Context: an optimization exercise on an open-source flow, tuned for small area, a short achievable clock period and few clock cycles per item. The choices shown serve that exercise and are no tape-out recipe.
At most, simulation tests tie the RTL to the original design; equivalence was not proved.

==> inputs of run K <==
## zrf_hdr_dec
module zrf_hdr_dec (
    input  wire         clk,
    input  wire         rst,           
    input  wire         in_valid,
    output wire         in_ready,
    input  wire [146:0] in_bits,       
    input  wire         exp_side,
    input  wire [3:0]   exp_layer,
    input  wire [2:0]   exp_spot,
    input  wire [23:0]  exp_rb,
    input  wire [5:0]   exp_frame,
    input  wire         chk_frame,     
    output reg          out_valid,
    input  wire         out_ready,
    output reg  [63:0]  out_info,      
    output reg  [1:0]   out_nerr,      
    output reg          out_fail,      
    output reg          out_match      
);
clock: 18.0 ns
lec_check: 0
cap_margin: 20
core_margin: 2
core_utilization: 40
cts_buf_list: sky130_fd_sc_hd__clkbuf_8 sky130_fd_sc_hd__clkbuf_16
cts_cluster_diameter: 100
cts_cluster_size: 20
slew_margin: 20
synth_hierarchical: 1
synth_minimum_keep_size: 0
standard.sh (not shown) runs the stock make flow with config.mk's settings and CLKGATE_MAP_FILE= SYNTH_SCRIPT=/design/flow/synth_recipe.tcl, a recipe that flattens the netlist after the stock synthesis.
==> flow/flow/run.sh <==
#!/bin/bash
# The standard layout (the standard.sh, standard synthesis included), with
# two changes: the port buffers that global placement inserts are buf_2 cells
# instead of the default clkdlybuf4s50_1, and timing repair aims for 13.2 ns of
# setup slack at the design's 18 ns clock, so that it also sizes the paths
# that set the achieved period.
set -euo pipefail
bash standard.sh BUFFER_PORTS_ARGS="-buffer_cell sky130_fd_sc_hd__buf_2" SETUP_SLACK_MARGIN=13.2 > standard.log 2>&1
==> inputs of run X, as changes to run K <==
ABC_CLOCK_PERIOD_IN_PS = 4000   (was unset)
CORE_UTILIZATION = 60   (was 40)
PLACE_DENSITY = 0.75   (was unset)
==> inputs of run B, as changes to run K <==
==> flow/flow/run.sh (replaced) <==
#!/bin/bash
# The standard layout (the standard.sh, standard synthesis included), with
# three changes: the port buffers that global placement inserts are buf_2
# cells instead of the default clkdlybuf4s50_1; timing repair aims for 13.2 ns
# of setup slack at the design's 18 ns clock, so that it also sizes the paths
# that set the achieved period; and after global routing the cells on the 30%
# of paths with the most slack are downsized (ORFS's RECOVER_POWER step).
set -euo pipefail
bash standard.sh BUFFER_PORTS_ARGS="-buffer_cell sky130_fd_sc_hd__buf_2" SETUP_SLACK_MARGIN=13.2 RECOVER_POWER=30 > standard.log 2>&1
CORE_UTILIZATION = 70   (was 40)
PLACE_DENSITY = 0.85   (was unset)
==> inputs of run F, as changes to run K <==
CORE_UTILIZATION = 60   (was 40)
PLACE_DENSITY = 0.75   (was unset)
==> summary.txt <==
	run B	run K	run X	run F
Status	complete, but fails checks	timing/DRC/antenna clean	timing/DRC/antenna clean	timing/DRC/antenna clean
Layout check failures	capacitance limit, slew limit	-	-	-
Number of multi-input combinational cells in the layout	2,954	2,953	2,953	2,953
Clk slew on worst S/H paths	90 ps	80 ps	90 ps	90 ps
GR Layer Usage met2	59.49%	35.73%	49.88%	49.88%
Core Region	0.05392 sq mm	0.09487 sq mm	0.06297 sq mm	0.06297 sq mm
Final clock skew	30.32 ps	21.41 ps	32.09 ps	32.09 ps
Slew headroom	-127.6%	31.33%	32.54%	32.54%
Share of cell area taken by flip-flops and latches	37.94%	36.84%	37.34%	37.34%
Sequential Area	0.01620 sq mm	0.01620 sq mm	0.01620 sq mm	0.01620 sq mm
Count of buffer and inverter cells on the critical path	3	1	1	1
Height of the die	237.6 um	313.0 um	256.3 um	256.3 um
Die outline area	0.05644 sq mm	0.09796 sq mm	0.06568 sq mm	0.06568 sq mm
Depth of the worst register-to-register path	5	18	17	17
Resized cells post-CTS	41	58	49	49
Pins Over Slew Limit	126	0	0	0
Via count normalized by instance count	5.982	5.050	5.619	5.619
Testbench counts of run K, summed over its fixed seeds: cycles 2,432, items 2,400.
Testbench counts of run X, summed over its fixed seeds: cycles 2,432, items 2,400.
Testbench counts of run B, summed over its fixed seeds: cycles 2,432, items 2,400.
Testbench counts of run F, summed over its fixed seeds: cycles 2,432, items 2,400.

==> 03-20 <==
Another version of the RTL of zrf_hdr_dec (not shown whole).
// zrf_hdr_dec
module zrf_hdr_dec (
    input  wire         clk,
    input  wire         rst,           
    input  wire         in_valid,
    output wire         in_ready,
    input  wire [146:0] in_bits,       
    input  wire         exp_side,
    input  wire [3:0]   exp_layer,
    input  wire [2:0]   exp_spot,
    input  wire [23:0]  exp_rb,
    input  wire [5:0]   exp_frame,
    input  wire         chk_frame,     
    output reg          out_valid,
    input  wire         out_ready,
    output reg  [63:0]  out_info,      
    output reg  [1:0]   out_nerr,      
    output reg          out_fail,      
    output reg          out_match      
);
    localparam [3:0]  LAM   = 4'd9;
    localparam [63:0] INV16 = 64'h834a5c2f67bde910;    
    function automatic [3:0] gf16_mul(input [3:0] a, input [3:0] b);
        reg [6:0] p;
        begin
            p = ({7{b[0]}} & {3'd0, a}) ^ ({7{b[1]}} & {2'd0, a, 1'b0})
              ^ ({7{b[2]}} & {1'd0, a, 2'd0}) ^ ({7{b[3]}} & {a, 3'd0});
            gf16_mul = p[3:0] ^ {p[6:4], 1'b0} ^ {1'b0, p[6:4]};
        end
    endfunction
    function automatic [7:0] c_mul(input [7:0] a, input [7:0] b);
        reg [3:0] m0, m1, m2;
        begin
            m1 = gf16_mul(a[7:4], b[7:4]);
            m0 = gf16_mul(a[3:0], b[3:0]);
            m2 = gf16_mul(a[7:4] ^ a[3:0], b[7:4] ^ b[3:0]);
  ...
Settings: LEC_CHECK=0, CAP_MARGIN=20, CORE_MARGIN=2, CORE_UTILIZATION=40, SLEW_MARGIN=20, SYNTH_HIERARCHICAL=1, SYNTH_MINIMUM_KEEP_SIZE=0; clock period 18.0 ns.
run.sh (not shown) runs the stock make flow with config.mk's settings and CLKGATE_MAP_FILE= SYNTH_SCRIPT=/design/flow/synth_recipe.tcl, a recipe that flattens the netlist after the stock synthesis.
Stock flow here: none of the scripts above is used.
==> 02-06: changes against 03-20 <==
==> flow/flow/run.sh (new file) <==
#!/bin/bash
# The standard layout (the standard.sh, standard synthesis included), with
# two changes: the port buffers that global placement inserts are buf_2 cells
# instead of the default clkdlybuf4s50_1, and timing repair aims for 13 ns of
# setup slack at the design's 18 ns clock, so that it also sizes the paths
# that set the achieved period.
set -euo pipefail
bash standard.sh BUFFER_PORTS_ARGS="-buffer_cell sky130_fd_sc_hd__buf_2" SETUP_SLACK_MARGIN=13 > standard.log 2>&1
==> flow/standard.sh (new file) <==
#!/bin/bash
# synth_recipe.tcl (not shown) runs the flow's synth.tcl, then flattens the netlist and writes it again
# the make line also repeats each setting of config.mk as NAME=value (left out here)
make -C /OpenROAD-flow-scripts/flow DESIGN_CONFIG=/design/flow/config.mk WORK_HOME=/design/flow/orfs CLKGATE_MAP_FILE= SYNTH_SCRIPT=/design/flow/synth_recipe.tcl "${@:-finish}"
removed: flow/run.sh
==> 08-12: changes against 03-20 <==
==> flow/flow/run.sh (new file) <==
#!/bin/bash
# The standard layout (the standard.sh, standard synthesis included), with
# one change: the port buffers that global placement inserts are buf_2 cells
# instead of the default clkdlybuf4s50_1, which is larger and slower.
set -euo pipefail
bash standard.sh BUFFER_PORTS_ARGS="-buffer_cell sky130_fd_sc_hd__buf_2" > standard.log 2>&1
==> flow/standard.sh (new file) <==
#!/bin/bash
# synth_recipe.tcl (not shown) runs the flow's synth.tcl, then flattens the netlist and writes it again
# the make line also repeats each setting of config.mk as NAME=value (left out here)
make -C /OpenROAD-flow-scripts/flow DESIGN_CONFIG=/design/flow/config.mk WORK_HOME=/design/flow/orfs CLKGATE_MAP_FILE= SYNTH_SCRIPT=/design/flow/synth_recipe.tcl "${@:-finish}"
removed: flow/run.sh
==> notes <==
- In 08-12 the clock skew is lower than in 03-20, by 0.015 ns.
- Area after synthesis is the same in 02-06 and 03-20.
- In synthesized cell count, 08-12 and 03-20 do not differ.
No run of this note included a check of the RTL's function; only the layout flow was run.

-- separate check: timing with driven ports --
The flow's constraints put no driver on any port. The routed layouts listed below were extracted and timed again, unchanged, in two steps. Step 1, drivers: a clkbuf_16 drives clk and a buf_2 each remaining input, both assumed. Step 2, shift: input delay + t, output delay - t, t = (earliest + latest rising clock arrival at the registers) / 2. This alone moves slack from input paths to output paths. Slacks: ideal / step 1 / step 2; pairs: ideal / step 1.
| run | t (ns) | setup slack, ns | worst hold slack (ns) | worst setup path after step 2 | worst register clock-pin slew, ns |
|---|---|---|---|---|---|
| run K | 0.629 | 13.134 / 13.071 / 13.046 | 0.406 / 0.406 / 0.406 | input to register | 0.08 / 0.08 |
| run X | 0.641 | 13.197 / 13.132 / 13.008 | 0.392 / 0.392 / 0.392 | input to register | 0.09 / 0.09 |
| run B | 0.621 | 11.166 / 11.166 / 11.166 | 0.409 / 0.409 / 0.409 | register to register | 0.09 / 0.09 |
| run F | 0.641 | 13.197 / 13.132 / 13.008 | 0.392 / 0.392 / 0.392 | input to register | 0.09 / 0.09 |
| 03-20 | 0.680 | 11.467 / 11.467 / 11.467 | 0.377 / 0.377 / 0.377 | register to register | 0.07 / 0.07 |
| 02-06 | 0.698 | 13.014 / 12.952 / 13.023 | 0.401 / 0.401 / 0.401 | input to register | 0.08 / 0.08 |
| 08-12 | 0.698 | 11.442 / 11.442 / 11.442 | 0.411 / 0.411 / 0.411 | register to register | 0.07 / 0.07 |
